Background: an optimization exercise with open tools, aiming at small area, a short achievable clock period and few clock cycles per item. Do not read the settings as production practice. At most, simulation tests tie the RTL to the original design; equivalence was not proved.

==> flow/design.v (excerpt) <==
module keyhash (
    input  wire        clk,
    input  wire        rst_n,
    input  wire        req_valid,
    output wire        req_ready,
    input  wire [7:0]  req_ns,
    input  wire [7:0]  req_len,      
    input  wire        key_valid,
    output wire        key_ready,
    input  wire [31:0] key_data,
    output reg         res_valid,
    output wire [63:0] res_hash,
    output wire [15:0] res_fp
);
Size: roughly 4600 cells after synthesis, ~140 I/O pins.
export LEC_CHECK = 0
export ABC_CLOCK_PERIOD_IN_PS = 4500
export CAP_MARGIN = 20
export CORE_MARGIN = 2
export CORE_UTILIZATION = 40
export CTS_CLUSTER_DIAMETER = 100
export CTS_CLUSTER_SIZE = 20
export PLACE_DENSITY = 0.6
export SLEW_MARGIN = 20
create_clock -name core_clock -period 15.0 [get_ports {clk}]
standard.sh (not shown) runs the stock make flow with config.mk's settings and CLKGATE_MAP_FILE= SYNTH_SCRIPT=/design/flow/synth_recipe.tcl, a recipe that flattens the netlist after the stock synthesis.
==> flow/flow/run.sh <==
#!/bin/bash
# The standard layout with three changes in how it is made (the SDC is unchanged):
#  - timing repair aims at a 5 ns period (SETUP_SLACK_MARGIN=10),
#  - the port buffers are buf_1 cells,
#  - after the standard synthesis, fix_inv.py removes inverter pairs that Yosys's
#    full-adder extraction leaves around full adders (registers are not touched).
# Each step's full output goes to a log file of its own in this folder.
set -euo pipefail
ARGS=(SETUP_SLACK_MARGIN=11 "BUFFER_PORTS_ARGS=-buffer_cell sky130_fd_sc_hd__buf_1")
RES=orfs/results/sky130hd/keyhash/base
bash standard.sh "${ARGS[@]}" synth > standard_synth.log 2>&1
cp "$RES/1_2_yosys.v" 1_2_yosys.standard.v
python3 flow/fix_inv.py 1_2_yosys.standard.v 1_2_yosys.fixed.v > fix_inv.log 2>&1
cp 1_2_yosys.fixed.v "$RES/1_2_yosys.v"
rm -f "$RES/1_synth.odb" "$RES/1_synth.sdc"
bash standard.sh "${ARGS[@]}" finish > standard_finish.log 2>&1
Other scripts of this flow, unchanged in this note and not shown: flow/flow/fix_inv.py
The first run passed the timing, design-rule and antenna checks.
Testbench counts at the start, summed over its fixed seeds: cycles 236,508, keys 2,400.
Change:
--- a/flow/design.v
+++ b/flow/design.v
@@ -86,21 +86,21 @@
     assign key_ready = kr;
     wire req_hs = req_valid && rr;
     wire key_hs = key_valid && key_ready;
     assign res_hash = {R[3], R[2]};
     assign res_fp   = R[1][31:16];
     function [31:0] rotr(input [31:0] x, input integer n);
         rotr = (x >> n) | (x << (32 - n));
     endfunction
     reg  [31:0] S1;
     wire [31:0] S0 = rotr(a, 2) ^ rotr(a, 13) ^ rotr(a, 22);
-    reg  [31:0] CH;
+    wire [31:0] CH = (e & f) ^ (~e & g);
     wire [31:0] MJ = (a & b) ^ (a & c) ^ (b & c);
     wire [31:0] t_s  = p ^ S1 ^ CH;
     wire [31:0] t_c  = ((p & S1) | (p & CH) | (S1 & CH)) << 1;
     wire [31:0] x_s  = t_s ^ t_c ^ d;
     wire [31:0] x_c  = ((t_s & t_c) | (t_s & d) | (t_c & d)) << 1;
     wire [31:0] e_n  = x_s + x_c;
     wire [31:0] u_s  = t_s ^ t_c ^ MJ;
     wire [31:0] u_c  = ((t_s & t_c) | (t_s & MJ) | (t_c & MJ)) << 1;
     wire [31:0] v_s  = u_s ^ u_c ^ S0;
     wire [31:0] v_c  = ((u_s & u_c) | (u_s & S0) | (u_c & S0)) << 1;
@@ -130,21 +130,20 @@
         for (i = 0; i < 15; i = i + 1)
             W[i] <= W[i+1];
         W[15] <= w_in;
         p <= p_n;
         if (run)
             a <= a_n;
         else
             a <= ivld ? iva : ra;
         e  <= e_nx;
         S1 <= rotr(e_nx, 6) ^ rotr(e_nx, 11) ^ rotr(e_nx, 25);
-        CH <= (e_nx & e) ^ (~e_nx & f);
         b <= a; c <= b; d <= c;
         f <= e; g <= f; h <= g;
         R[0] <= R[1];   R[1] <= R[2];   R[2] <= R[3];
         RE[0] <= RE[1]; RE[1] <= RE[2]; RE[2] <= RE[3];
         R[3]  <= stepping ? ra : R[0];
         RE[3] <= stepping ? re : RE[0];
         if (key_hs)
             ir <= key_data;
         if (consume)
             carry <= ir[7:0];
=> Final area decreases by about 1.3%; wire length came out lower by 2.9%; core utilization goes up by 0.30 points; critical path depth stays the same; synthesized area went down by 2.2%; maximum frequency goes down by 5.5%; count of clock-buffer cells in the layout goes up by 5.
No functional check of the RTL was part of the second run of this note.

## port drivers added, routing unchanged
How much do the figures lean on ideal ports? The routed layouts below were timed once more, with nothing changed but the port constraints.
Step 1, drivers: a clkbuf_16 drives clk and a buf_2 each remaining input, both assumed.
Step 2 also shifts input and output timing later by t, the mid clock arrival at the registers, as if the neighbouring blocks saw the same clock.
a / b / c = no drivers / after step 1 / after step 2; a / b = the first two.
| run | t, ns | setup slack, ns | worst setup path at the end | worst register clock-pin slew, ns | worst slew at a driven data input, ns |
|---|---|---|---|---|---|
| the first run | 0.783 | 10.476 / 10.476 / 10.385 | input to register | 0.10 / 0.10 | 0.05 |
| the second run | 0.772 | 10.213 / 10.213 / 10.213 | register to register | 0.10 / 0.10 | 0.07 |
After both steps every run listed still meets setup and hold. The setup slack of the first run, which loses most, moves by 0.000 ns with the drivers and by -0.091 ns with both steps.
